Source: an optimization exercise on an open RTL-to-GDS flow (aim: small area). Production flows keep margins and buffers that such runs may drop. The RTL was checked by simulation tests, not by an equivalence proof against the original design. Power is estimated from default activity; no workload was simulated.

===== design/flow/design.v =====
module hb_stage #(
    parameter integer W = 32,
    parameter integer L = 5,
    parameter integer P = 0
) (
    input  wire         clk,
    input  wire         wr,
    input  wire         wr2,
    input  wire [W-1:0] din,
    output wire [W-1:0] head
);
    reg [W*L-1:0] r;
    assign head = r[W*L-1 -: W];
    generate
        if (L == 1) begin : g1
            always @(posedge clk) r <= wr ? din : head;
        end else if (P == 0) begin : gn
            always @(posedge clk) r <= {r[W*(L-1)-1:0], wr ? din : head};
        end else begin : gp
            always @(posedge clk)
                r <= {r[W*(L-1)-1:W*P], wr2 ? din : r[W*P-1 -: W],
                      r[W*(P-1)-1:0], wr ? din : head};
        end
    endgenerate
endmodule
module hb_decim (
    input  wire        clk,
    input  wire        rst,
    input  wire        in_valid,
    input  wire [31:0] in_data,
    output wire        t2_valid,
    output wire [31:0] t2_data,
    output wire        t3_valid,
    output wire [31:0] t3_data,
    output wire        t4_valid,
    output wire [31:0] t4_data,
    output wire        t5_valid,
    output wire [31:0] t5_data
);
    function integer m_of(input integer s);
        m_of = (s == 0) ? 5 : (s == 1) ? 7 : (s == 2) ? 11 : 19;
    endfunction
    function integer k_of(input integer s);
        k_of = (s == 0) ? 2 : (s == 1) ? 4 : (s == 2) ? 6 : 9;
    endfunction
    function signed [22:0] coef(input [1:0] s, input [3:0] k);
        begin
            coef = 23'sd0;
            case (s)
                2'd0: case (k)
                    4'd0: coef =  23'sd2338087;
                    4'd1: coef = -23'sd241832;
                    4'd2: coef =  23'sd2887;
                    default: coef = 23'sd0;
                   endcase
                2'd1: case (k)
                    4'd0: coef =  23'sd2447711;
                    4'd1: coef = -23'sd393584;
                    4'd2: coef =  23'sd43147;
                    4'd3: coef = -23'sd349;
                    default: coef = 23'sd0;
                   endcase
                2'd2: case (k)
                    4'd0: coef =  23'sd2554595;
                    4'd1: coef = -23'sd593787;
                    4'd2: coef =  23'sd166659;
                    4'd3: coef = -23'sd33685;
                    4'd4: coef =  23'sd3382;
                    4'd5: coef = -23'sd28;
                    default: coef = 23'sd0;
                   endcase
                default: case (k)
                    4'd0: coef =  23'sd2639330;
                    4'd1: coef = -23'sd801240;
                    4'd2: coef =  23'sd397538;
                    4'd3: coef = -23'sd211800;
                    4'd4: coef =  23'sd109571;
                    4'd5: coef = -23'sd52170;
                    4'd6: coef =  23'sd21749;
                    4'd7: coef = -23'sd7383;
                    4'd8: coef =  23'sd1745;
                    4'd9: coef = -23'sd141;
                    default: coef = 23'sd0;
                   endcase
            endcase
        end
    endfunction
    function [31:0] sat(input [32:0] v);
        sat = (v[32] != v[31]) ? {v[32], {31{~v[32]}}} : v[31:0];
    endfunction
    reg  [31:0] x;           
    reg  [55:0] acc;
    reg  [55:0] p4;          
    reg         busy;        
    reg         pre;         
    reg   [1:0] stg;         
    reg         xp;          
    reg         hi;          
    reg         first;       
    reg   [4:0] kk;          
    reg         wdone;       
    reg   [3:0] tv;          
    reg   [3:0] pend;        
    reg   [3:0] epend;       
    reg   [3:0] prereq;      
    wire [31:0] e_head [0:3];
    wire [31:0] o_head [0:3];
    wire  [3:0] e_wr, o_wr;
    wire  [4:0] ea_v [0:3];
    wire  [5:0] cnt_v [0:3];
    wire  [3:0] o_old;
    wire  [3:0] in_s;        
    wire  [3:0] in_even;     
    wire [4:0] m_s   = m_of(stg);
    wire       rlast = (kk == m_s - 1);
    wire       x_wait   = busy && xp && !hi && (stg == 2'd0) && epend[0] &&
                          (ea_v[0] != 5'd4) && (ea_v[0] != 5'd0);
    wire       pass_end = busy && !pre && xp && hi && (stg != 2'd3);
    wire       fin4_end = busy && !pre && xp && hi && (stg == 2'd3);
    wire       pre_end  = busy && pre && !xp && rlast && hi;
    genvar s;
    generate
        for (s = 0; s < 4; s = s + 1) begin : g_st
            localparam integer M  = (s == 0) ? 5 : (s == 1) ? 7 : (s == 2) ? 11 : 19;
            localparam integer K  = (s == 0) ? 2 : (s == 1) ? 4 : (s == 2) ? 6 : 9;
            localparam integer CW = (s == 0) ? 4 : (s == 3) ? 6 : 5;
            localparam integer EW = (s < 2) ? 3 : (s == 2) ? 4 : 5;
            localparam integer OW = (s < 2) ? 2 : 4;
            reg [CW-1:0] cnt;    
            reg [EW-1:0] ea;     
            reg [OW-1:0] oa;     
            wire [CW-1:0] cnt_n = (cnt == 2*M + 2) ? 2*M + 1 : cnt + 1'b1;
            assign in_s[s]    = (s == 0) ? in_valid :
                                (pass_end && stg == s - 1);
            assign in_even[s] = in_s[s] && !cnt_n[0];
            assign cnt_v[s]   = cnt;
            assign ea_v[s]    = ea;
            if (s == 1 || s == 2) begin : g_pass
                assign e_wr[s] = busy && (stg == s) && hi && !xp && (ea == M - 1) && !wdone;
                assign o_wr[s] = pend[s] && (oa == K - 1);
            end else begin : g_fin
                assign e_wr[s] = epend[s] && (ea == M - 1);
                assign o_wr[s] = pend[s] && (oa == K - 1) && !prereq[s] &&
                                 !(busy && pre && stg == s);
            end
            assign o_old[s] = (oa == K - 1);
            always @(posedge clk) begin
                if (rst) begin
                    cnt <= 0;
                    ea  <= M - 1;
                    oa  <= K - 1;
                end else begin
                    if (in_s[s]) cnt <= cnt_n;
                    if (!e_wr[s]) ea <= (ea == 0) ? M - 1 : ea - 1'b1;
                    if (!o_wr[s]) oa <= (oa == 0) ? K - 1 : oa - 1'b1;
                end
            end
            hb_stage #(.W(32), .L(M)) u_e (.clk(clk), .wr(e_wr[s]), .din(x), .head(e_head[s]));
            hb_stage #(.W(32), .L(K)) u_o (.clk(clk), .wr(o_wr[s]), .din(x), .head(o_head[s]));
        end
    endgenerate
    wire  [4:0] ea_s  = ea_v[stg];
    wire  [5:0] cnt_s = cnt_v[stg] + (!pre ? 6'd0 : (stg == 2'd0) ? 6'd1 : 6'd2);
    wire  [4:0] pa    = wdone ? ea_s : ea_s + 1'b1;  
    wire        e_ok  = (cnt_s >= 2 * pa + 1);
    wire        c_ok  = (cnt_s >= m_s + 1);
    wire signed [31:0] opnd = (!busy || x_wait) ? 32'sd0 : xp ? x : e_ok ? e_head[stg] : 32'sd0;
    wire  [4:0] t     = xp ? m_s : (m_s > 2 * pa ? m_s - 2 * pa : 2 * pa - m_s);
    wire signed [22:0] c  = coef(stg, t[4:1]);
    wire signed [11:0] ch = hi ? c[22:11] : {1'b0, c[10:0]};
    wire signed [43:0] prod = opnd * ch;
    wire [55:0] term  = hi ? {{1{prod[43]}}, prod, 11'd0} : {{12{prod[43]}}, prod};
    wire        ctr   = busy && !xp && !hi && (kk < k_of(stg)) && o_old[stg] && c_ok;
    wire [55:0] cterm = ctr ? {{2{o_head[stg][31]}}, o_head[stg], 22'd0} : 56'd0;
    wire [55:0] acc_in   = !first ? acc : xp ? (stg == 2'd3 ? p4 : acc) : 56'd4194304;
    wire [55:0] acc_next = acc_in + term + cterm;
    always @(posedge clk) begin
        acc <= acc_next;
        if (pre_end && stg == 2'd3)
            p4 <= acc_next;
        if (rst) begin
            busy   <= 1'b0;
            pre    <= 1'b0;
            stg    <= 2'd0;
            xp     <= 1'b0;
            hi     <= 1'b0;
            first  <= 1'b0;
            kk     <= 5'd0;
            wdone  <= 1'b0;
            tv     <= 4'd0;
            pend   <= 4'd0;
            epend  <= 4'd0;
            prereq <= 4'b1000;
        end else begin
            tv    <= 4'd0;
            first <= 1'b0;
            pend  <= (pend & ~o_wr) | (in_s & ~in_even);
            wdone <= wdone | e_wr[1] | e_wr[2];
            epend <= (epend & ~e_wr) | (in_even & 4'b1001);
            if (in_s[0] && !in_even[0]) prereq[0] <= 1'b1;
            if (in_even[3]) prereq[3] <= 1'b1;
            if (in_s[0])
                x <= in_data;
            if (busy) begin
                if (xp) begin
                    if (!x_wait) hi <= 1'b1;
                end else if (rlast) begin
                    kk <= 5'd0;
                    hi <= 1'b1;
                    if (hi) begin
                        xp <= 1'b1;
                        hi <= 1'b0;
                    end
                end else begin
                    kk <= kk + 1'b1;
                end
                if (pass_end) begin
                    x <= sat(acc_next[55:23]);
                    tv[stg] <= 1'b1;
                    busy <= 1'b0;
                end
                if (fin4_end) begin
                    tv[3] <= 1'b1;
                    busy <= 1'b0;
                end
                if (pre_end)
                    busy <= 1'b0;
            end
            if (|in_even) begin
                busy  <= 1'b1;
                pre   <= 1'b0;
                first <= 1'b1;
                kk    <= 5'd0;
                hi    <= 1'b0;
                wdone <= 1'b0;
                xp    <= in_even[0] | in_even[3];
                stg   <= in_even[0] ? 2'd0 : in_even[1] ? 2'd1 : in_even[2] ? 2'd2 : 2'd3;
            end else if (!busy && prereq[0]) begin
                busy      <= 1'b1;
                pre       <= 1'b1;
                first     <= 1'b1;
                kk        <= 5'd0;
                hi        <= 1'b0;
                xp        <= 1'b0;
                wdone     <= 1'b0;
                stg       <= 2'd0;
                prereq[0] <= 1'b0;
            end else if (!busy && prereq[3] && !epend[3] && !cnt_v[0][0]) begin
                busy      <= 1'b1;
                pre       <= 1'b1;
                first     <= 1'b1;
                kk        <= 5'd0;
                hi        <= 1'b0;
                xp        <= 1'b0;
                wdone     <= 1'b0;
                stg       <= 2'd3;
                prereq[3] <= 1'b0;
            end
        end
    end
    assign t2_valid = tv[0];
    assign t3_valid = tv[1];
    assign t4_valid = tv[2];
    assign t5_valid = tv[3];
    assign t2_data = x;
    assign t3_data = x;
    assign t4_data = x;
    assign t5_data = sat(acc[55:23]);
endmodule

===== design/flow/flow/run.sh =====
#!/bin/bash
# Own flow: the standard layout (standard.sh, unchanged synthesis, floorplan,
# placement, routing), with two settings passed to ORFS's own scripts:
#  - port buffers use the smallest buffer cell (buffer_ports -buffer_cell);
#  - clock tree synthesis clusters up to 30 sinks within 80 um and inserts no
#    dummy loads.
# The full output of the ORFS run goes to standard.log in the work folder;
# ORFS's per-step logs stay under orfs/logs/.
set -euo pipefail
export BUFFER_PORTS_ARGS="-buffer_cell sky130_fd_sc_hd__buf_1"
export CTS_ARGS="-sink_clustering_enable -repair_clock_nets -sink_clustering_size 30 -sink_clustering_max_diameter 80 -dont_use_dummy_load"
bash standard.sh > standard.log 2>&1

===== design/flow/standard.sh =====
#!/bin/bash
# synth_recipe.tcl (not shown) runs the flow's synth.tcl, then flattens the netlist and writes it again
# the make line also repeats each setting of config.mk as NAME=value (left out here)
make -C /OpenROAD-flow-scripts/flow DESIGN_CONFIG=/design/flow/config.mk WORK_HOME=/design/flow/orfs CLKGATE_MAP_FILE= SYNTH_SCRIPT=/design/flow/synth_recipe.tcl "${@:-finish}"

===== design/flow/config.mk =====
export PLATFORM = sky130hd
export DESIGN_NAME = hb_decim
export DESIGN_NICKNAME = hb_decim
export VERILOG_FILES = /design/flow/design.v
export SDC_FILE = /design/flow/constraint.sdc
export NUM_CORES = 4
export LEC_CHECK = 0
export CAP_MARGIN = 5
export CORE_MARGIN = 2
export CORE_UTILIZATION = 40
export CTS_CLUSTER_DIAMETER = 80
export CTS_CLUSTER_SIZE = 30
export PLACE_DENSITY = 0.6
export SLEW_MARGIN = 5

===== design/flow/constraint.sdc =====
create_clock -name core_clock -period 25.0 [get_ports {clk}]
set_input_delay 5.0000 -clock core_clock [delete_from_list [all_inputs] [get_ports {clk}]]
set_output_delay 5.0000 -clock core_clock [all_outputs]
set_load 0.01 [all_outputs]

==> impl_metrics.csv, run 1 <==
group,metric,value,unit
layout,final_util,43.1,%
setup_path,r2r_slack,7070,ps
timing,max-slew-margin-rel,24.6,%
die,die_area,191000,sq um
placement,routabilityCongestion,0.923,
die,coreArea,186000,sq um
logic_synthesis,synth_mux_area_share,4.14,%
drt,postRouteAntennaNets,0,
drt,wl,172000,um
setup_path,slowest_delay,740,ps
logic_synthesis,synth-async-reset-ratio,0,%
die,rows,158,
clocking,cts_resized,0,
drt,drc_errors,0,
drt,drt_iter0_markers,3714,
timing,skew,108,ps
drt,drt_pass1_iterations,10,
logic_synthesis,yosysWarnings,9,
setup_path,cp_slowest_cell,"o21ai_0",
drt,dr_total_vias,42900,
clocking,root_buffer,"clkbuf_16",
clocking,clkTransAtPathRegs,110,ps
placement,io_buffers,166,
logic_synthesis,postSynthAreaPerCell,12.0,sq um
timing,fin_setup_tns,0,ps
drt,avgViaCountPerCell,4.92,
logic_synthesis,synthesis.area,74900,sq um
setup_path,path_max_fanout,72,
layout,final_layout_size_suffix_gt1_share,7.52,%
clocking,clock_sinks,2232,
layout,regArea,45600,sq um
layout,final_nets,6890,
clocking,cts_setup_buffers,0,
setup_path,critPathKind,"flop to flop",
min_path,hp-class,"flop to flop",
timing,slew_violations,0,
logic_synthesis,synthTopCellsByCount,"dfxtp_1, nand2_1, inv_1",
logic_synthesis,ys.flop_type,"dfxtp_1",
logic_synthesis,synth_top_family_by_area,"adder cells",
setup_path,cp_data_required_time,25520,ps
logic_synthesis,synth_compound_area_share,7.51,%
logic_synthesis,yosysMostFrequentCell,"dfxtp_1",
logic_synthesis,synthCells,6244,
global_routing,antenna_found_initial,14,
logic_synthesis,synth-adder-area-share,13.8,%
outcome,outcome,"finished clean",
logic_synthesis,synth-simple-area-share,7.56,%
logic_synthesis,ys_seq_elements,2232,
logic_synthesis,yosysTopAreaCell,"dfxtp_1",
logic_synthesis,seq_area_frac_synth,60.8,%
clocking,cts_tree,"built",
power_and_ir_drop,power_density,97.1,nW/um^2
clocking,h-tree-depth,3,
placement,hpwl,121000,um
global_routing,globalRouteTotalUtil,17.7,%
global_routing,grt-ovfl-total,0,
die,initial_utilization,40.3,%
setup_path,arrival,18450,ps
timing,rsz0062_at_grt,"false",
global_routing,grt_pass1_wl,259000,um
timing,worstMarginPinSlew,1120,ps
logic_synthesis,synthXorXnorAreaFrac,1.34,%
logic_synthesis,netlist_top_cells_area,"dfxtp_1, fa_1, ha_1, nand2_1, edfxtp_1",
logic_synthesis,synth_top_area_share,57.3,%
setup_path,cp-end-kind,"flop",
clocking,postCtsHoldBufs,0,
timing,setup_viol,0,
clocking,cts_buffer_depth,3,
drt,wire_per_inst,19.7,um
die,die_y,437,um
clocking,numCtsBuffers,93,
die,ios,167,
setup_path,critPathLaunchType,"flop",
timing,period_minus_slack,17930,ps
run,cap_violations,0,
layout,fillCellCount,17300,
timing,fmax,55.8,MHz
clocking,clk_latency,770,ps
timing,hold_viol_final,0,
layout,multi_input_area,25900,sq um
power_and_ir_drop,power_leakage,0.0339,uW
global_routing,first_global_vias,41900,
logic_synthesis,synth_enable_flop_cells,88,
power_and_ir_drop,vdd_drop_max,0.000101,V
die,die_w,437,um
global_routing,grt_max_degree,91,
timing,final.period_utilization,71.7,%
logic_synthesis,synth_cell_type_count,80,
logic_synthesis,syn_nets,6882,
layout,layout-area-overhead-vs-synth,7.03,%
-- flip-flops by register name, indices dropped and copies added (netlist names), 4 cells and up --
signal	flops
g_st.u_e.r	1344
g_st.u_o.r	672
acc	56
p4	56
x	32
g_st.cnt	20
g_st.ea	15
g_st.oa	12
kk	5
pend	4
tv	4
-- report_power, final --
group	switching, uW	total (uW)	internal, uW
Sequential	80.8	3890	3810
Combinational	1590	2230	637
Clock	1000	1670	666
Total	2680	7790	5110
-- metrics by stage --
step                      power [uW]  hold slack [ps]  cells  setup slack [ps]  area (sq um)
after detailed placement        6150              312   8637              7280         77800
after CTS                       7800              251   8730              7320         80200
after global placement          6140              310   8637              7820         77800
after global routing            8160              251   8731              5810         80200
final                           7790              253   8731              7070         80200
after floorplan                 5390              310   6244             10510         74900
-- final timing paths --
check / startpoint / end / depth (start not counted)
max: stg[1] / x[25] / 57
min: g_st[0].u_e.r[31] / g_st[0].u_e.r[63] / 0
max reg2reg: stg[1] / x[25] / 57
min reg2reg: g_st[0].u_e.r[31] / g_st[0].u_e.r[63] / 0
-- cells by family (layout without fill, tap and decap cells) --
family | Yosys count | count (layout)
fa+ha+maj | 603 | 603
compound gates | 849 | 849
other cells | 0 | 1
flops | 2232 | 2232
simple gates | 1302 | 1302
mux | 281 | 281
xor+xnor | 114 | 114
buf+inv | 863 | 869
-- cell type report --
class / count / area share (%)
timing repair buffer: 249 / 1.56
clock buffer: 93 / 2.90
multi-input combinational: 3149 / 32.4
sequential: 2232 / 56.8
tap: 2480 / 3.87
antenna: 1 / 0.00312
inverter: 527 / 2.47
-- critical path, delay by kind of cell (launching register included) --
kind	cells	cell delay, ps
buffers and inverters	10	1960
adder cells (fa/ha/maj)	12	5620
AND/OR/NAND/NOR	7	1330
multiplexers	4	1560
AO/OA/AOI/OAI	23	6500
XOR/XNOR	1	160
flip-flops	1	590
-- per-layer routing --
metal  part of all wire, %  up-vias  GRT usage [%]
li1                      -    20200              -
met1                    46    21200           25.4
met2                    45     1205           27.6
met3                   6.0      247           2.84
met4                   3.0        4           5.14
met5                 0.016        -              0
-- cells in the final DEF, fill, tap and decap left out, types with 41 or more instances in the layout --
master,n
a21o_1,83
a21oi_1,243
a222oi_1,70
and2_1,43
buf_1,164
buf_4,83
clkbuf_16,93
dfxtp_1,2143
edfxtp_1,88
fa_1,376
ha_1,223
inv_1,523
mux2_2,232
mux2i_1,49
nand2_1,712
nor2_1,225
nor3_1,101
o21ai_0,183
xnor2_1,71
xor2_1,41
==> run 2: changes to the inputs <==
--- a/design/flow/config.mk
+++ b/design/flow/config.mk
@@ -6,5 +6,5 @@
 export NUM_CORES = 4
 export LEC_CHECK = 0
-export CAP_MARGIN = 5
+export CAP_MARGIN = 20
 export CORE_MARGIN = 2
 export CORE_UTILIZATION = 40
@@ -12,3 +12,3 @@
 export CTS_CLUSTER_SIZE = 30
 export PLACE_DENSITY = 0.6
-export SLEW_MARGIN = 5
+export SLEW_MARGIN = 20
==> impl_metrics.csv, run 2 <==
group,metric,value,unit
clocking,clkTransAtPathRegs,110,ps
drt,postRouteAntennaNets,0,
logic_synthesis,synth_cell_type_count,80,
min_path,min_to,"g_st[0].u_e.r[63]",
global_routing,first_global_vias,41900,
setup_path,cp-end-kind,"flop",
logic_synthesis,postSynthAreaPerCell,12.0,sq um
layout,final_layout_size_suffix_gt1_share,7.52,%
power_and_ir_drop,power_frac_clock,21.4,%
layout,fillCellCount,17300,
setup_path,slowest_delay,740,ps
power_and_ir_drop,power_density,97.1,nW/um^2
die,rows,158,
setup_path,cp_slowest_cell,"o21ai_0",
setup_path,startpoint,"stg[1]",
timing,hold_viol_final,0,
clocking,cts_resized,0,
setup_path,critPathKind,"flop to flop",
setup_path,cp_data_required_time,25520,ps
drt,avgViaCountPerCell,4.92,
power_and_ir_drop,p_sw,2680,uW
clocking,cts_buffer_depth,3,
setup_path,reg2regPathDepth,57,
power_and_ir_drop,comb_power_share,28.6,%
drt,drt_pass1_iterations,10,
timing,worstMarginPinSlew,1120,ps
layout,final_nets,6890,
clocking,clock_sinks,2232,
clocking,cts_tree,"built",
setup_path,r2r_slack,7070,ps
setup_path,rr_endpoint,"x[25]",
placement,hpwl,121000,um
timing,period_minus_slack,17930,ps
logic_synthesis,syn_nets,6882,
logic_synthesis,ys_seq_elements,2232,
min_path,holdCritStartpoint,"g_st[0].u_e.r[31]",
placement,io_buffers,166,
timing,fmax,55.8,MHz
layout,largest_reg_flops,1344,
timing,final.period_utilization,71.7,%
die,ios,167,
logic_synthesis,seq_area_frac_synth,60.8,%
global_routing,grt_pass1_wl,259000,um
timing,slew_violations,0,
logic_synthesis,synth-async-reset-ratio,0,%
global_routing,grt_max_degree,91,
layout,layoutNonFillerInstCount,8731,
clocking,cts_setup_buffers,0,
setup_path,path_max_fanout,72,
setup_path,critPathLaunchType,"flop",
setup_path,r2r-start,"stg[1]",
timing,setup_viol,0,
logic_synthesis,synth_enable_flop_cells,88,
layout,finish.instance_area,80200,sq um
global_routing,grt-ovfl-total,0,
clocking,postCtsHoldBufs,0,
global_routing,antenna_found_initial,14,
placement,routabilityCongestion,0.923,
power_and_ir_drop,vdd_drop_max,0.000101,V
layout,top_register,"g_st.u_e.r",
logic_synthesis,netlist_top_cells_area,"dfxtp_1, fa_1, ha_1, nand2_1, edfxtp_1",
logic_synthesis,ys.flop_type,"dfxtp_1",
timing,skew,108,ps
clocking,h-tree-depth,3,
run,cap_violations,0,
placement,dpl_cell_area,77800,sq um
placement,placed_cells,8637,
clocking,root_buffer,"clkbuf_16",
outcome,outcome,"finished clean",
power_and_ir_drop,seq_power_share,49.9,%
die,die_y,437,um
die,initial_utilization,40.3,%
power_and_ir_drop,power_leakage,0.0339,uW
die,die_area,191000,sq um
setup_path,arrival,18450,ps
die,die_w,437,um
drt,drt_iter0_markers,3714,
drt,wl,172000,um
logic_synthesis,synth_top_area_share,57.3,%
logic_synthesis,yosysMostFrequentCell,"dfxtp_1",
timing,rsz0062_at_grt,"false",
drt,dr_total_vias,42900,
logic_synthesis,yosysWarnings,9,
logic_synthesis,synthTopCellsByCount,"dfxtp_1, nand2_1, inv_1",
timing,fin_setup_tns,0,ps
drt,wire_per_inst,19.7,um
layout,final_common_cell,"dfxtp_1",
die,coreArea,186000,sq um
min_path,hp-class,"flop to flop",
layout,reg_top3,"g_st.u_e.r x1344, g_st.u_o.r x672",
layout,final_cell_mix,"dfxtp_1, nand2_1, inv_1, fa_1, a21oi_1",
logic_synthesis,yosysTopAreaCell,"dfxtp_1",
clocking,clk_latency,770,ps
logic_synthesis,synthCells,6244,
clocking,numCtsBuffers,93,
logic_synthesis,synthesis.area,74900,sq um
min_path,hold_depth,0,
power_and_ir_drop,p_sw_share,34.4,%
timing,max-slew-margin-rel,24.6,%
global_routing,globalRouteTotalUtil,17.7,%
layout,layout-area-overhead-vs-synth,7.03,%
power_and_ir_drop,power.internal,5110,uW
drt,drc_errors,0,
-- run 2: kinds of logic (layout without fill, tap and decap cells) --
logic type	after synthesis	after routing	share of synthesized area, %
xor gates and xnor gates	114	114	1.34
and+or+nand+nor	1302	1302	7.56
adders and majority gates	603	603	13.8
DFF	2232	2232	60.8
other	0	1	0
buffers and inverters	863	869	4.77
AOI/OAI and AO/OA	849	849	7.51
muxes	281	281	4.14
-- run 2: area by class of cell --
cell class / count / area, sq um / share of cell area [%]
sequential: 2232 / 45600 / 56.8
inverter: 527 / 1980 / 2.47
tap: 2480 / 3100 / 3.87
timing repair buffer: 249 / 1250 / 1.56
antenna: 1 / 2.50 / 0.00312
clock buffer: 93 / 2330 / 2.90
multi-input combinational: 3149 / 25900 / 32.4
-- run 2: critical path: cells and delay by family (launching register included) --
family / cells / cell delay (ps)
fa+ha+maj: 12 / 5620
simple gates: 7 / 1330
flops: 1 / 590
buf+inv: 10 / 1960
mux: 4 / 1560
compound gates: 23 / 6500
xor+xnor: 1 / 160
-- run 2: stage by stage --
stage	total power, uW	hold WS [ps]	util (%)	setup WS [ps]
floorplan	5390	310	-	10510
global placement	6140	310	41.9	7820
detailed placement	6150	312	41.9	7280
CTS	7800	251	43.1	7320
global route	8160	251	43.1	5810
finish	7790	253	43.1	7070
-- run 2: worst max-delay path by stage --
stage,end,cells past startpoint
global route,x[25],58
global placement,x[29],58
detailed placement,x[25],57
CTS,x[25],57
finish,x[25],57
floorplan,x[25],63
-- run 2: routing by layer --
layer  share of wire, %  vias to the layer above  global-route usage [%]
li1                   -                    20200                       -
met5              0.016                        -                       0
met1                 46                    21200                    25.4
met3                6.0                      247                    2.84
met4                3.0                        4                    5.14
met2                 45                     1205                    27.6
-- run 2: power by group through the flow --
stage	Sequential [uW]	Clock (uW)	Combinational (uW)
3_3_place_gp	3960	0	2180
5_1_grt	3910	1840	2410
4_1_cts	3890	1720	2200
3_5_place_dp	3970	0	2180
2_1_floorplan	3940	0	1460
6_report	3890	1670	2230
==> run 3: changes to the inputs <==
==> design/flow/flow/run.sh (replaced) <==
#!/bin/bash
# Own flow: the standard layout (standard.sh: unchanged synthesis, floorplan,
# placement, clock tree, routing), with these changes:
#  - after the floorplan, OpenROAD's restructure re-maps the combinational logic
#    for area (restructure.tcl), on a liberty file without the don't-use cells
#    (libfilter.py, dont_use.txt);
#  - port buffers use the smallest buffer cell (buffer_ports -buffer_cell);
#  - clock tree synthesis clusters up to 30 sinks within 80 um and inserts no
#    dummy loads.
# Each tool's full output goes to its own log in the work folder; ORFS's
# per-step logs stay under orfs/logs/.
set -euo pipefail
export BUFFER_PORTS_ARGS="-buffer_cell sky130_fd_sc_hd__buf_1"
export CTS_ARGS="-sink_clustering_enable -repair_clock_nets -sink_clustering_size 30 -sink_clustering_max_diameter 80 -dont_use_dummy_load"
bash standard.sh floorplan > standard_floorplan.log 2>&1
python3 flow/libfilter.py "$FLOW_HOME/platforms/sky130hd/lib/sky130_fd_sc_hd__tt_025C_1v80.lib" \
    lib_nodontuse.lib $(cat flow/dont_use.txt) > libfilter.log 2>&1
mkdir -p restructure_work
openroad -no_init -exit flow/restructure.tcl > restructure.log 2>&1
bash standard.sh finish > standard_finish.log 2>&1
==> design/flow/flow/dont_use.txt (new file) <==
sky130_fd_sc_hd__lpflow_bleeder_1
sky130_fd_sc_hd__lpflow_clkbufkapwr_1
sky130_fd_sc_hd__lpflow_clkbufkapwr_16
sky130_fd_sc_hd__lpflow_clkbufkapwr_2
sky130_fd_sc_hd__lpflow_clkbufkapwr_4
sky130_fd_sc_hd__lpflow_clkbufkapwr_8
sky130_fd_sc_hd__lpflow_clkinvkapwr_1
sky130_fd_sc_hd__lpflow_clkinvkapwr_16
sky130_fd_sc_hd__lpflow_clkinvkapwr_2
sky130_fd_sc_hd__lpflow_clkinvkapwr_4
sky130_fd_sc_hd__lpflow_clkinvkapwr_8
sky130_fd_sc_hd__lpflow_decapkapwr_12
sky130_fd_sc_hd__lpflow_decapkapwr_3
sky130_fd_sc_hd__lpflow_decapkapwr_4
sky130_fd_sc_hd__lpflow_decapkapwr_6
sky130_fd_sc_hd__lpflow_decapkapwr_8
sky130_fd_sc_hd__lpflow_inputiso0n_1
sky130_fd_sc_hd__lpflow_inputiso0p_1
sky130_fd_sc_hd__lpflow_inputiso1n_1
sky130_fd_sc_hd__lpflow_inputiso1p_1
sky130_fd_sc_hd__lpflow_inputisolatch_1
sky130_fd_sc_hd__lpflow_isobufsrc_1
sky130_fd_sc_hd__lpflow_isobufsrc_16
sky130_fd_sc_hd__lpflow_isobufsrc_2
sky130_fd_sc_hd__lpflow_isobufsrc_4
sky130_fd_sc_hd__lpflow_isobufsrc_8
sky130_fd_sc_hd__lpflow_isobufsrckapwr_16
sky130_fd_sc_hd__lpflow_lsbuf_lh_hl_isowell_tap_1
sky130_fd_sc_hd__lpflow_lsbuf_lh_hl_isowell_tap_2
sky130_fd_sc_hd__lpflow_lsbuf_lh_hl_isowell_tap_4
sky130_fd_sc_hd__lpflow_lsbuf_lh_isowell_4
sky130_fd_sc_hd__lpflow_lsbuf_lh_isowell_tap_1
sky130_fd_sc_hd__lpflow_lsbuf_lh_isowell_tap_2
sky130_fd_sc_hd__lpflow_lsbuf_lh_isowell_tap_4
sky130_fd_sc_hd__probe_p_8
sky130_fd_sc_hd__probec_p_8
==> design/flow/flow/libfilter.py (new file) <==
#!/usr/bin/env python3
# libfilter.py IN.lib OUT.lib CELL...: writes OUT.lib, a copy of IN.lib without the named cells.
import sys, re
src, dst, drop = sys.argv[1], sys.argv[2], set(sys.argv[3:])
txt = open(src).read()
out = []
pos = 0
pat = re.compile(r'\n\s*cell\s*\(\s*"?([A-Za-z0-9_]+)"?\s*\)\s*\{')
for m in pat.finditer(txt):
    if m.start() < pos:
        continue
    if m.group(1) not in drop:
        continue
    # find matching closing brace
    i = m.end(); depth = 1
    while depth:
        c = txt[i]
        if c == '{': depth += 1
        elif c == '}': depth -= 1
        i += 1
    out.append(txt[pos:m.start()])
    pos = i
out.append(txt[pos:])
open(dst, 'w').write(''.join(out))
==> design/flow/flow/restructure.tcl (new file) <==
# Area recovery on the floorplanned netlist: OpenROAD's restructure (ABC, area
# script) re-maps the combinational logic between the registers and ports. The
# registers and ports stay as the standard synthesis made them. The liberty
# file given to ABC is the platform's without its don't-use cells.
set base orfs/results/sky130hd/hb_decim/base
read_liberty $::env(FLOW_HOME)/platforms/sky130hd/lib/sky130_fd_sc_hd__tt_025C_1v80.lib
read_db $base/2_floorplan.odb
read_sdc $base/2_floorplan.sdc
source $::env(FLOW_HOME)/platforms/sky130hd/setRC.tcl
report_design_area
restructure -target area -liberty_file lib_nodontuse.lib \
    -tielo_port sky130_fd_sc_hd__conb_1/LO -tiehi_port sky130_fd_sc_hd__conb_1/HI \
    -work_dir restructure_work
report_design_area
report_worst_slack
write_db $base/2_floorplan.odb
--- a/design/flow/config.mk
+++ b/design/flow/config.mk
@@ -11,4 +11,5 @@
 export CTS_CLUSTER_DIAMETER = 80
 export CTS_CLUSTER_SIZE = 30
+export GPL_TIMING_DRIVEN = 0
 export PLACE_DENSITY = 0.6
 export SLEW_MARGIN = 20
==> impl_metrics.csv, run 3 <==
group,metric,value,unit
global_routing,grt_max_degree,60,
outcome,outcome,"finished clean",
drt,dr_total_vias,49700,
layout,final_nets,7187,
layout,final_cell_mix,"dfxtp_1, nor2_1, o21ai_0, nand2_1, clkinv_1",
timing,setup_viol,0,
power_and_ir_drop,p_sw,2420,uW
logic_synthesis,seq_area_frac_synth,60.8,%
global_routing,globalRouteTotalUtil,18.4,%
placement,hpwl,128000,um
setup_path,critPathKind,"flop to flop",
layout,final_common_cell,"dfxtp_1",
layout,layout-area-overhead-vs-synth,4.12,%
setup_path,path_max_fanout,50,
logic_synthesis,synthTopCellsByCount,"dfxtp_1, nand2_1, inv_1",
setup_path,arrival,23490,ps
power_and_ir_drop,power_frac_clock,22.3,%
timing,hold_viol_final,0,
setup_path,reg2regPathDepth,71,
drt,wl,181000,um
timing,slew_violations,0,
global_routing,globalRouteMet3Util,2.30,%
layout,largest_reg_flops,1344,
logic_synthesis,synthesis.area,74900,sq um
setup_path,r2r-start,"stg[1]",
run,cap_violations,0,
global_routing,grt_busiest_layer,"met2",
logic_synthesis,syn_nets,6882,
timing,whs,280,ps
logic_synthesis,yosysWarnings,9,
setup_path,cp-end-kind,"flop",
drt,wire_per_inst,18.8,um
clocking,cts_tree,"built",
layout,top_register,"g_st.u_e.r",
timing,fin_setup_tns,0,ps
die,rows,158,
layout,finish.instance_area,78000,sq um
min_path,min_to,"g_st[3].u_o.r[110]",
logic_synthesis,yosysMostFrequentCell,"dfxtp_1",
drt,avgViaCountPerCell,5.16,
setup_path,rr_endpoint,"x[27]",
timing,max-slew-margin-rel,24.5,%
global_routing,met2_usage,29.5,%
timing,skew,119,ps
clocking,clock_sinks,2232,
logic_synthesis,synth_top_area_share,57.3,%
global_routing,use_met1,24.2,%
power_and_ir_drop,power.internal,4980,uW
power_and_ir_drop,seq_power_share,52.1,%
timing,final.period_utilization,92.2,%
global_routing,first_global_vias,45600,
power_and_ir_drop,power_density,94.9,nW/um^2
die,die_y,437,um
setup_path,cp_data_required_time,25430,ps
logic_synthesis,synth-async-reset-ratio,0,%
setup_path,crit_buf_inv,7,
global_routing,grt-ovfl-total,0,
die,initial_utilization,40.3,%
clocking,cts_buffer_depth,3,
layout,final_layout_size_suffix_gt1_share,2.99,%
power_and_ir_drop,vdd_drop_max,0.0000539,V
clocking,root_buffer,"clkbuf_16",
drt,postRouteAntennaNets,0,
die,die_area,191000,sq um
logic_synthesis,postSynthAreaPerCell,12.0,sq um
clocking,clkTransAtPathRegs,110,ps
timing,worstMarginPinSlew,1130,ps
drt,drt_pass1_iterations,6,
setup_path,cp_slowest_cell,"a2bb2oi_1",
die,ios,167,
die,coreArea,186000,sq um
timing,fmax,43.4,MHz
logic_synthesis,netlist_top_cells_area,"dfxtp_1, fa_1, ha_1, nand2_1, edfxtp_1",
timing,rsz0062_at_grt,"false",
layout,reg_top3,"g_st.u_e.r x1344, g_st.u_o.r x672",
clocking,h-tree-depth,3,
power_and_ir_drop,comb_power_share,25.6,%
setup_path,critPathLaunchType,"flop",
clocking,clk_latency,770,ps
clocking,numCtsBuffers,91,
min_path,hp-class,"flop to flop",
min_path,hold_depth,0,
setup_path,crit_family,"compound AO/OA/AOI/OAI gates",
power_and_ir_drop,power_leakage,0.0273,uW
placement,io_buffers,166,
logic_synthesis,synth_cell_type_count,80,
logic_synthesis,ys.flop_type,"dfxtp_1",
drt,drc_errors,0,
clocking,cts_setup_buffers,0,
layout,multi_input_area,23700,sq um
logic_synthesis,ys_seq_elements,2232,
drt,drt_iter0_markers,3531,
die,die_w,437,um
timing,period_minus_slack,23060,ps
global_routing,grt_pass1_wl,272000,um
placement,dpl_cell_area,75700,sq um
layout,regArea,45600,sq um
global_routing,antenna_found_initial,5,
logic_synthesis,synth_enable_flop_cells,88,
min_path,holdCritStartpoint,"g_st[3].u_o.r[78]",
placement,routabilityCongestion,0.923,
setup_path,slowest_delay,860,ps
logic_synthesis,yosysTopAreaCell,"dfxtp_1",
layout,fillCellCount,17700,
power_and_ir_drop,p_sw_share,32.7,%
logic_synthesis,synthCells,6244,
setup_path,r2r_slack,1940,ps
run 3: cell count changes in the layout (fill, tap and decap cells not counted), sizes merged, moves of 71 or more:
cell     previous run  this run
a2bb2oi             1        74
clkinv              3       331
fa                376         0
ha                227         0
inv               524         2
mux2              232         0
nand2             713       389
nor2              227      1091
nor2b              40       111
o21ai             185       623
o221ai              3        84
o22ai              41       311
o2bb2ai             1       245
run 3: worst max path at each step:
stage	from	end	cells after the start
floorplan	stg[0]	x[25]	63
CTS	stg[1]	x[20]	72
global route	stg[1]	x[27]	76
finish	stg[1]	x[27]	71
detailed placement	stg[1]	x[20]	72
global placement	stg[1]	x[0]	74
run 3: routing by layer:
layer  wire length [um]  vias up
met5                 25        -
met4              10200        4
met3               8200      327
met2              80900     1203
met1              82000    23300
li1                   -    24900
run 3: layout make-up:
cell class / count / area share [%]
Buffer: 73 / 0.351
Inverter: 334 / 1.68
Antenna cell: 2 / 0.00642
Clock buffer: 91 / 2.92
Tap cell: 2480 / 3.98
Sequential cell: 2232 / 58.4
Multi-Input combinational cell: 4197 / 30.5
Timing Repair Buffer: 223 / 2.17
run 3: repair_timing:
item,CTS,global route
hold buffers,0,0
endpoints found under the setup margin,0,31
resized for setup,0,5
run 3: power by group through the flow:
stage | Combinational [uW] | Clock (uW) | Sequential (uW)
2_1_floorplan | 1460 | 0 | 3940
3_3_place_gp | 1720 | 0 | 3940
3_5_place_dp | 1860 | 0 | 3940
4_1_cts | 1870 | 1710 | 3860
5_1_grt | 2030 | 1830 | 3870
6_report | 1890 | 1650 | 3860
run 3: kinds of logic after synthesis:
logic type | after synthesis | synth area share, %
multiplexers | 281 | 4.14
AO/OA/AOI/OAI | 849 | 7.51
AND/OR/NAND/NOR | 1302 | 7.56
buffers and inverters | 863 | 4.77
flip-flops | 2232 | 60.8
adder cells (fa/ha/maj) | 603 | 13.8
XOR/XNOR | 114 | 1.34
run 3: metrics by stage:
step / cells / total power (uW) / utilization, % / worst slack [ps]
6_report: 9632 / 7400 / 42.0 / 1940
5_1_grt: 9631 / 7740 / 42.0 / 195
2_1_floorplan: 6244 / 5390 / - / 10510
3_3_place_gp: 9482 / 5660 / 39.9 / -13610
3_5_place_dp: 9539 / 5800 / 40.7 / 1660
4_1_cts: 9630 / 7430 / 42.0 / 1590
==> run 4: changes to the inputs <==
--- a/design/flow/config.mk
+++ b/design/flow/config.mk
@@ -11,5 +11,4 @@
 export CTS_CLUSTER_DIAMETER = 80
 export CTS_CLUSTER_SIZE = 30
-export GPL_TIMING_DRIVEN = 0
 export PLACE_DENSITY = 0.6
 export SLEW_MARGIN = 20
==> impl_metrics.csv, run 4 <==
group,metric,value,unit
outcome,outcome,"finished clean",
power_and_ir_drop,comb_power_share,25.3,%
layout,final_layout_size_suffix_gt1_share,2.96,%
setup_path,critPathKind,"flop to flop",
timing,setup_ws,4260,ps
logic_synthesis,synthesis.area,74900,sq um
clocking,clk_latency,750,ps
setup_path,critPathLaunchType,"flop",
logic_synthesis,synth_top_area_share,57.3,%
timing,hold_viol_final,0,
die,ios,167,
die,die_area,191000,sq um
clocking,root_buffer,"clkbuf_16",
logic_synthesis,yosysWarnings,9,
setup_path,slowest_delay,1050,ps
clocking,postCtsHoldBufs,0,
drt,avgViaCountPerCell,5.18,
timing,slew_violations,0,
timing,final.period_utilization,82.9,%
power_and_ir_drop,power.internal,4940,uW
setup_path,cp_data_required_time,25550,ps
layout,final_common_cell,"dfxtp_1",
setup_path,path_max_fanout,51,
layout,fillCellCount,17800,
clocking,clock_sinks,2232,
timing,max-slew-margin-rel,20.1,%
power_and_ir_drop,seq_power_share,52.2,%
power_and_ir_drop,p_sw_share,33.1,%
die,coreArea,186000,sq um
logic_synthesis,synth_mux_area_share,4.14,%
layout,regArea,45600,sq um
min_path,hp-class,"flop to flop",
drt,wire_per_inst,19.8,um
logic_synthesis,synthXorXnorAreaFrac,1.34,%
global_routing,grt_pass1_wl,280000,um
timing,worstMarginPinSlew,1200,ps
logic_synthesis,yosysMostFrequentCell,"dfxtp_1",
global_routing,grt-ovfl-total,0,
logic_synthesis,synth-adder-area-share,13.8,%
layout,top_register,"g_st.u_e.r",
global_routing,globalRouteTotalUtil,19.2,%
logic_synthesis,synthCells,6244,
logic_synthesis,yosysTopAreaCell,"dfxtp_1",
drt,wl,190000,um
logic_synthesis,postSynthAreaPerCell,12.0,sq um
logic_synthesis,ys_seq_elements,2232,
layout,final_cell_mix,"dfxtp_1, nor2_1, o21ai_0, nand2_1, clkinv_1",
drt,drt_pass1_iterations,6,
power_and_ir_drop,p_sw,2440,uW
logic_synthesis,synth_cell_type_count,80,
global_routing,first_global_vias,45200,
placement,placed_cells,9493,
global_routing,globalRouteMet3Util,2.36,%
clocking,cts_setup_buffers,0,
layout,multi_input_area,23500,sq um
timing,rsz0062_at_grt,"false",
logic_synthesis,syn_nets,6882,
timing,fin_setup_tns,0,ps
drt,drc_errors,0,
layout,largest_reg_flops,1344,
clocking,clkTransAtPathRegs,100,ps
placement,pre_cts_ws,4830,ps
global_routing,antenna_found_initial,8,
placement,hpwl,135000,um
clocking,cts_resized,0,
logic_synthesis,synth-async-reset-ratio,0,%
clocking,numCtsBuffers,93,
global_routing,grt_max_degree,67,
logic_synthesis,seq_area_frac_synth,60.8,%
run,cap_violations,0,
setup_path,arrival,21290,ps
power_and_ir_drop,vdd_drop_max,0.0000606,V
logic_synthesis,netlist_top_cells_area,"dfxtp_1, fa_1, ha_1, nand2_1, edfxtp_1",
layout,layout-area-overhead-vs-synth,2.88,%
logic_synthesis,synth-simple-area-share,7.56,%
logic_synthesis,synth_top_family_by_area,"adder cells",
layout,finish.instance_area,77100,sq um
layout,reg_top3,"g_st.u_e.r x1344, g_st.u_o.r x672",
logic_synthesis,ys.flop_type,"dfxtp_1",
logic_synthesis,synth_enable_flop_cells,88,
timing,period_minus_slack,20740,ps
setup_path,r2r-start,"stg[0]",
placement,io_buffers,166,
drt,drt_iter0_markers,3868,
die,die_y,437,um
global_routing,grt_busiest_layer,"met2",
clocking,cts_buffer_depth,3,
placement,routabilityCongestion,0.941,
power_and_ir_drop,power_leakage,0.0270,uW
layout,final_nets,7143,
power_and_ir_drop,power_density,95.8,nW/um^2
global_routing,use_met1,25.2,%
setup_path,cp_slowest_cell,"a31oi_1",
layout,layoutNonFillerInstCount,9592,
power_and_ir_drop,power_frac_clock,22.5,%
setup_path,startpoint,"stg[0]",
die,initial_utilization,40.3,%
drt,dr_total_vias,49700,
timing,setup_viol,0,
die,die_w,437,um
global_routing,met2_usage,31.3,%
setup_path,cpMostUsedCell,"o21ai_0",
logic_synthesis,synth_compound_area_share,7.51,%
min_path,holdCritStartpoint,"g_st[2].u_o.r[135]",
setup_path,cp-end-kind,"flop",
timing,skew,110,ps
placement,dpl_cell_area,74700,sq um
clocking,h-tree-depth,3,
clocking,cts_tree,"built",
logic_synthesis,synthTopCellsByCount,"dfxtp_1, nand2_1, inv_1",
drt,postRouteAntennaNets,0,
timing,fmax,48.2,MHz
die,rows,158,
[run 4: changes by cell type in the layout (fill, tap and decap cells not counted), moves of 6 or more]
cell	previous run	this run
buf_1	237	164
buf_12	15	1
buf_16	20	0
buf_4	9	83
buf_6	9	0
clkinv_1	315	324
clkinv_2	8	2
clkinv_4	8	0
inv_2	1	8
nor2_1	1082	1089
[run 4: area by class of cell]
| type | count | area share [%] |
|---|---|---|
| Multi-Input combinational cell | 4197 | 30.5 |
| Sequential cell | 2232 | 59.1 |
| Timing Repair Buffer | 250 | 1.65 |
| Tap cell | 2480 | 4.03 |
| Inverter | 334 | 1.63 |
| Antenna cell | 6 | 0.0195 |
| Clock buffer | 93 | 3.02 |
[run 4: power groups by stage]
stage                     sequential, uW  combinational [uW]  clock, uW
after global placement              3930                1840          0
after CTS                           3860                1840       1720
after global routing                3870                2000       1840
after detailed placement            3930                1840          0
final                               3860                1860       1660
after floorplan                     3940                1460          0
[run 4: through the flow]
stage | power, uW | utilization [%] | hold WS, ps
global route | 7710 | 41.5 | 237
global placement | 5770 | 40.2 | 310
detailed placement | 5770 | 40.2 | 312
CTS | 7420 | 41.5 | 238
finish | 7380 | 41.5 | 253
floorplan | 5390 | - | 310
[run 4: kinds of logic (layout without fill, tap and decap cells)]
family	count (synthesis)	count (layout)
flops	2232	2232
other cells	0	6
mux	281	0
xor+xnor	114	155
fa+ha+maj	603	0
buf+inv	863	677
compound gates	849	2125
simple gates	1302	1917
[run 4: metal layers]
metal | vias to the layer above | part of all wire (%) | wire (um)
li1 | 24700 | - | -
met1 | 23400 | 45 | 84700
met2 | 1307 | 46 | 86400
met3 | 343 | 4.7 | 8900
met4 | 2 | 5.0 | 9470
met5 | - | 0.0069 | 13
[run 4: worst max-delay path, delay by kind of cell, from the launching register on]
kind	cells	cell delay, ps
AO/OA/AOI/OAI	35	10570
flip-flops	1	370
AND/OR/NAND/NOR	25	5150
buffers and inverters	15	3960
XOR/XNOR	2	430
[run 4: path summary, 6_finish.rpt]
| kind | cells after the start | endpoint | slack [ps] |
|---|---|---|---|
| setup / recovery | 77 | x[22] | 4260 |
| hold reg to reg | 0 | g_st[2].u_o.r[167] | 250 |
| setup reg to reg | 77 | x[22] | 4260 |
| hold / removal | 0 | g_st[2].u_o.r[167] | 250 |
==> run 5: changes to the inputs <==
--- a/design/flow/flow/run.sh
+++ b/design/flow/flow/run.sh
@@ -3,5 +3,5 @@
 # placement, clock tree, routing), with these changes:
 #  - after the floorplan, OpenROAD's restructure re-maps the combinational logic
-#    for area (restructure.tcl), on a liberty file without the don't-use cells
+#    for area, in two passes (restructure.tcl), on a liberty file without the don't-use cells
 #    (libfilter.py, dont_use.txt);
 #  - port buffers use the smallest buffer cell (buffer_ports -buffer_cell);
--- a/design/flow/flow/restructure.tcl
+++ b/design/flow/flow/restructure.tcl
@@ -9,8 +9,11 @@
 source $::env(FLOW_HOME)/platforms/sky130hd/setRC.tcl
 report_design_area
-restructure -target area -liberty_file lib_nodontuse.lib \
-    -tielo_port sky130_fd_sc_hd__conb_1/LO -tiehi_port sky130_fd_sc_hd__conb_1/HI \
-    -work_dir restructure_work
-report_design_area
-report_worst_slack
+# two passes: the second finds a little more
+foreach pass {1 2} {
+    restructure -target area -liberty_file lib_nodontuse.lib \
+        -tielo_port sky130_fd_sc_hd__conb_1/LO -tiehi_port sky130_fd_sc_hd__conb_1/HI \
+        -work_dir restructure_work
+    report_design_area
+    report_worst_slack
+}
 write_db $base/2_floorplan.odb
==> impl_metrics.csv, run 5 <==
group,metric,value,unit
logic_synthesis,netlist_top_cells_area,"dfxtp_1, fa_1, ha_1, nand2_1, edfxtp_1",
clocking,cts_setup_buffers,0,
die,coreArea,186000,sq um
power_and_ir_drop,power_density,99.8,nW/um^2
clocking,cts_buffer_depth,3,
timing,setup_viol,0,
min_path,min_to,"g_st[2].u_e.r[168]",
timing,fin_setup_tns,0,ps
setup_path,arrival,21070,ps
run,cap_violations,0,
timing,final.period_utilization,82.1,%
timing,rsz0062_at_grt,"false",
drt,postRouteAntennaNets,0,
logic_synthesis,yosysMostFrequentCell,"dfxtp_1",
timing,skew,107,ps
setup_path,critPathKind,"flop to flop",
layout,final_common_cell,"dfxtp_1",
drt,wire_per_inst,20.2,um
drt,wl_met1,86100,um
logic_synthesis,synth_enable_flop_cells,88,
clocking,cts_tree,"built",
logic_synthesis,synth_top_area_share,57.3,%
logic_synthesis,synthesis.area,74900,sq um
drt,drc_errors,0,
placement,io_buffers,166,
logic_synthesis,synth_cell_type_count,80,
layout,final_cell_mix,"dfxtp_1, nor2_1, o21ai_0, nand2_1, a21oi_1",
drt,drt_pass1_iterations,6,
timing,slew_violations,0,
clocking,root_buffer,"clkbuf_16",
timing,worstMarginPinSlew,1210,ps
logic_synthesis,synthCells,6244,
logic_synthesis,yosysTopAreaCell,"dfxtp_1",
clocking,clock_sinks,2232,
drt,avgViaCountPerCell,5.23,
timing,period_minus_slack,20530,ps
layout,layoutNonFillerInstCount,9496,
placement,hpwl,137000,um
global_routing,grt-ovfl-total,0,
power_and_ir_drop,power_leakage,0.0270,uW
setup_path,rr_endpoint,"x[10]",
drt,route.met2.wl,86300,um
die,die_area,191000,sq um
clocking,clkTransAtPathRegs,120,ps
layout,largest_reg_flops,1344,
logic_synthesis,syn_nets,6882,
drt,wl,192000,um
drt,wl_met3,10300,um
logic_synthesis,yosysWarnings,9,
setup_path,critPathLaunchType,"flop",
setup_path,slowest_delay,1000,ps
clocking,numCtsBuffers,96,
setup_path,cp_data_required_time,25550,ps
logic_synthesis,ys_seq_elements,2232,
drt,drt_iter0_markers,3938,
drt,dr_total_vias,49700,
die,rows,158,
placement,placed_cells,9397,
die,die_w,437,um
min_path,hp-class,"flop to flop",
global_routing,first_global_vias,45300,
die,die_y,437,um
setup_path,r2r-start,"stg[0]",
global_routing,grt_max_degree,67,
logic_synthesis,seq_area_frac_synth,60.8,%
power_and_ir_drop,vdd_drop_max,0.0000816,V
layout,top_register,"g_st.u_e.r",
die,ios,167,
outcome,outcome,"finished clean",
layout,reg_top3,"g_st.u_e.r x1344, g_st.u_o.r x672",
logic_synthesis,ys.flop_type,"dfxtp_1",
setup_path,cp_slowest_cell,"o32ai_1",
die,initial_utilization,40.3,%
clocking,postCtsHoldBufs,0,
placement,routabilityCongestion,0.966,
min_path,hold_depth,0,
layout,final_nets,7051,
layout,final_layout_size_suffix_gt1_share,3.11,%
clocking,clk_latency,800,ps
drt,top_layer_used,"met5",
setup_path,cpMostUsedCell,"o21ai_0",
logic_synthesis,postSynthAreaPerCell,12.0,sq um
setup_path,cp-end-kind,"flop",
global_routing,antenna_found_initial,7,
clocking,h-tree-depth,3,
timing,max-slew-margin-rel,19.3,%
logic_synthesis,synth-async-reset-ratio,0,%
setup_path,reg2regPathDepth,74,
logic_synthesis,synthTopCellsByCount,"dfxtp_1, nand2_1, inv_1",
global_routing,globalRouteTotalUtil,19.5,%
timing,fmax,48.7,MHz
setup_path,path_max_fanout,34,
clocking,cts_resized,0,
layout,layout-area-overhead-vs-synth,2.82,%
min_path,holdCritStartpoint,"g_st[2].u_e.r[136]",
global_routing,grt_pass1_wl,284000,um
timing,hold_viol_final,0,
setup_path,r2r_slack,4470,ps
-- run 5: cell counts after synthesis --
Identical to the previous run, type by type.
-- run 5: stage by stage --
stage	util, %	hold WS [ps]	cell area [sq um]	total power [uW]	worst slack [ps]
after floorplan	-	310	74900	5390	10510
after global placement	40.1	310	74500	6010	5470
after detailed placement	40.1	312	74600	6020	5110
after CTS	41.4	249	77000	7700	4940
after global routing	41.4	241	77000	8030	2600
final	41.4	249	77000	7690	4470
-- run 5: kinds of logic after synthesis --
family          Yosys count  synth area share (%)
buf+inv                 863                  4.77
mux                     281                  4.14
flops                  2232                  60.8
compound gates          849                  7.51
xor+xnor                114                  1.34
fa+ha+maj               603                  13.8
simple gates           1302                  7.56
-- run 5: how the worst max path moves through the flow --
stage	startpoint	endpoint	slack (ps)	cells past startpoint
after detailed placement	stg[0]	x[2]	5110	82
final	stg[0]	x[10]	4470	74
after global routing	stg[0]	x[19]	2600	82
after global placement	stg[0]	x[23]	5470	81
after floorplan	stg[0]	x[25]	10510	63
after CTS	stg[0]	x[10]	4940	82
-- run 5: per-layer routing --
metal	up-vias	GRT usage, %
met3	340	2.53
li1	24500	-
met1	23400	25.8
met4	6	9.31
met2	1504	31.6
met5	-	0
-- run 5: critical path, delay by kind of cell, from the launching register on --
family          cells  cell delay, ps
compound gates     38           10590
simple gates       23            6010
buf+inv            13            3090
flops               1             510
-- run 5: where the power goes --
group / switching [uW] / internal [uW] / leakage [uW] / total, uW
combinational: 1550 / 588 / 0.00764 / 2140
clock: 1010 / 687 / 0.00118 / 1690
sequential: 80.3 / 3780 / 0.0182 / 3860
total: 2640 / 5050 / 0.0270 / 7690
-- run 5: area by class of cell --
| class | instances | area, sq um |
|---|---|---|
| Timing Repair Buffer | 253 | 1320 |
| Multi-Input combinational cell | 4141 | 23500 |
| Tap cell | 2480 | 3100 |
| Sequential cell | 2232 | 45600 |
| Inverter | 292 | 1100 |
| Clock buffer | 96 | 2400 |
| Antenna cell | 2 | 5.00 |
| Fill cell | 18000 | 109000 |
==> run 6: changes to the inputs <==
--- a/design/flow/flow/run.sh
+++ b/design/flow/flow/run.sh
@@ -3,5 +3,5 @@
 # placement, clock tree, routing), with these changes:
 #  - after the floorplan, OpenROAD's restructure re-maps the combinational logic
-#    for area, in two passes (restructure.tcl), on a liberty file without the don't-use cells
+#    for area, in three passes (restructure.tcl), on a liberty file without the don't-use cells
 #    (libfilter.py, dont_use.txt);
 #  - port buffers use the smallest buffer cell (buffer_ports -buffer_cell);
--- a/design/flow/flow/restructure.tcl
+++ b/design/flow/flow/restructure.tcl
@@ -9,6 +9,6 @@
 source $::env(FLOW_HOME)/platforms/sky130hd/setRC.tcl
 report_design_area
-# two passes: the second finds a little more
-foreach pass {1 2} {
+# three passes: the second and third find a little more
+foreach pass {1 2 3} {
     restructure -target area -liberty_file lib_nodontuse.lib \
         -tielo_port sky130_fd_sc_hd__conb_1/LO -tiehi_port sky130_fd_sc_hd__conb_1/HI \
==> impl_metrics.csv, run 6 <==
group,metric,value,unit
layout,multi_input_area,23200,sq um
timing,skew,125,ps
drt,drt_pass1_iterations,6,
timing,fin_setup_tns,0,ps
setup_path,cp_data_required_time,25540,ps
logic_synthesis,ys_seq_elements,2232,
clocking,clk_latency,790,ps
clocking,cts_resized,0,
layout,largest_reg_flops,1344,
setup_path,arrival,22660,ps
run,cap_violations,0,
layout,final_common_cell,"dfxtp_1",
setup_path,crit_family,"compound AO/OA/AOI/OAI gates",
clocking,h-tree-depth,3,
drt,wl,196000,um
placement,placed_cells,9371,
logic_synthesis,yosysTopAreaCell,"dfxtp_1",
logic_synthesis,synth-async-reset-ratio,0,%
timing,rsz0062_at_grt,"false",
die,die_w,437,um
clocking,cts_buffer_depth,3,
die,die_area,191000,sq um
setup_path,slowest_delay,890,ps
layout,reg_top3,"g_st.u_e.r x1344, g_st.u_o.r x672",
min_path,hp-class,"flop to flop",
drt,dr_total_vias,49500,
drt,postRouteAntennaNets,0,
global_routing,antenna_found_initial,9,
drt,route.met2.wl,86600,um
global_routing,globalRouteTotalUtil,20.0,%
timing,max-slew-margin-rel,20.5,%
die,coreArea,186000,sq um
logic_synthesis,synthTopCellsByCount,"dfxtp_1, nand2_1, inv_1",
logic_synthesis,synth_cell_type_count,80,
clocking,postCtsHoldBufs,0,
logic_synthesis,syn_nets,6882,
setup_path,r2r-start,"stg[0]",
logic_synthesis,synth_top_area_share,57.3,%
layout,final_cell_mix,"dfxtp_1, nor2_1, o21ai_0, nand2_1, o22ai_1",
logic_synthesis,synthesis.area,74900,sq um
logic_synthesis,yosysMostFrequentCell,"dfxtp_1",
global_routing,grt_max_degree,65,
setup_path,cp-end-kind,"flop",
layout,final_nets,7028,
drt,wl_met1,88300,um
clocking,clkTransAtPathRegs,100,ps
layout,final_layout_size_suffix_gt1_share,3.26,%
layout,top_register,"g_st.u_e.r",
setup_path,startpoint,"stg[0]",
clocking,numCtsBuffers,99,
logic_synthesis,synthCells,6244,
placement,io_buffers,166,
drt,drc_errors,0,
global_routing,grt-ovfl-total,0,
power_and_ir_drop,power_leakage,0.0269,uW
setup_path,path_max_fanout,51,
timing,period_minus_slack,22130,ps
setup_path,cp_slowest_cell,"a21oi_4",
timing,worstMarginPinSlew,1180,ps
setup_path,critPathLaunchType,"flop",
timing,setup_viol,0,
setup_path,crit_buf_inv,14,
timing,final.period_utilization,88.5,%
drt,top_layer_used,"met4",
die,die_y,437,um
clocking,cts_tree,"built",
layout,fillCellCount,17900,
timing,slew_violations,0,
outcome,outcome,"finished clean",
logic_synthesis,synth_enable_flop_cells,88,
die,rows,158,
power_and_ir_drop,power_density,101,nW/um^2
global_routing,first_global_vias,45000,
min_path,holdCritStartpoint,"g_st[3].u_e.r[379]",
drt,avgViaCountPerCell,5.23,
layout,regArea,45600,sq um
timing,fmax,45.2,MHz
logic_synthesis,postSynthAreaPerCell,12.0,sq um
power_and_ir_drop,vdd_drop_max,0.0000838,V
logic_synthesis,yosysWarnings,9,
drt,drt_iter0_markers,3929,
timing,hold_viol_final,0,
drt,wire_per_inst,20.7,um
placement,routabilityCongestion,0.940,
clocking,root_buffer,"clkbuf_16",
clocking,cts_setup_buffers,0,
setup_path,cpMostUsedCell,"nor2_1",
layout,layoutNonFillerInstCount,9472,
layout,layout-area-overhead-vs-synth,2.48,%
die,initial_utilization,40.3,%
clocking,clock_sinks,2232,
timing,whs,221,ps
logic_synthesis,ys.flop_type,"dfxtp_1",
setup_path,critPathKind,"flop to flop",
die,ios,167,
logic_synthesis,netlist_top_cells_area,"dfxtp_1, fa_1, ha_1, nand2_1, edfxtp_1",
placement,hpwl,139000,um
drt,wl_met3,10400,um
global_routing,grt_pass1_wl,288000,um
logic_synthesis,seq_area_frac_synth,60.8,%
run 6: logic make-up after synthesis:
group                      Yosys count  share of synthesized area (%)
DFF                               2232                           60.8
AOI/OAI and AO/OA                  849                           7.51
muxes                              281                           4.14
adders and majority gates          603                           13.8
and+or+nand+nor                   1302                           7.56
buffers and inverters              863                           4.77
xor gates and xnor gates           114                           1.34
run 6: worst paths after layout:
path / end / slack (ps) / depth (start not counted)
setup / recovery: x[13] / 2870 / 86
hold / removal: g_st[3].u_e.r[411] / 220 / 0
setup reg to reg: x[13] / 2870 / 86
hold reg to reg: g_st[3].u_e.r[411] / 220 / 0
run 6: power breakdown:
group / total, uW / internal (uW) / switching, uW
Clock: 1720 / 706 / 1020
Sequential: 3870 / 3780 / 87.2
Combinational: 2150 / 591 / 1560
Total: 7740 / 5080 / 2660
run 6: final cells by class:
type | count | share of cell area, %
Timing Repair Buffer | 258 | 1.71
Multi-Input combinational cell | 4106 | 30.2
Clock buffer | 99 | 3.23
Antenna cell | 1 | 0.00326
Tap cell | 2480 | 4.04
Sequential cell | 2232 | 59.4
Inverter | 296 | 1.45
run 6: stage by stage:
stage	utilization (%)	cell area [sq um]	worst slack (ps)	power (uW)
floorplan	-	74900	10510	5390
global placement	40.0	74300	3620	6040
detailed placement	40.0	74300	3100	6050
CTS	41.3	76700	3020	7760
global route	41.3	76800	884	8080
finish	41.3	76800	2870	7740
run 6: layer usage:
metal | up-vias | track usage, %
li1 | 24400 | -
met1 | 23300 | 26.8
met2 | 1526 | 31.5
met3 | 339 | 2.18
met4 | 0 | 10.8
met5 | - | 0

==> what the ideal ports hide <==
Ports are ideal in the flow. The routed layouts listed here were re-timed in OpenROAD. Step 1, drivers: a clkbuf_16 drives clk and a buf_2 each remaining input, both assumed. Step 2 moves the port delays by t, midway between the first and last clock arrival at a register: inputs arrive t later, outputs are due t later. That takes back most of the time a late clock gives input paths. Three values: ideal, step 1, step 2; two values: the first two.
| run | t (ns) | slack for setup (ns) | worst setup path after step 2 |
|---|---|---|---|
| run 1 | 0.802 | 7.066 / 7.066 / 7.066 | register to register |
| run 2 | 0.802 | 7.066 / 7.066 / 7.066 | register to register |
| run 3 | 0.787 | 1.940 / 1.940 / 1.940 | register to register |
| run 4 | 0.769 | 4.264 / 4.264 / 4.264 | register to register |
| run 5 | 0.827 | 4.473 / 4.473 / 4.473 | register to register |
| run 6 | 0.810 | 2.872 / 2.872 / 2.872 | register to register |
After both steps every run listed still meets setup and hold.
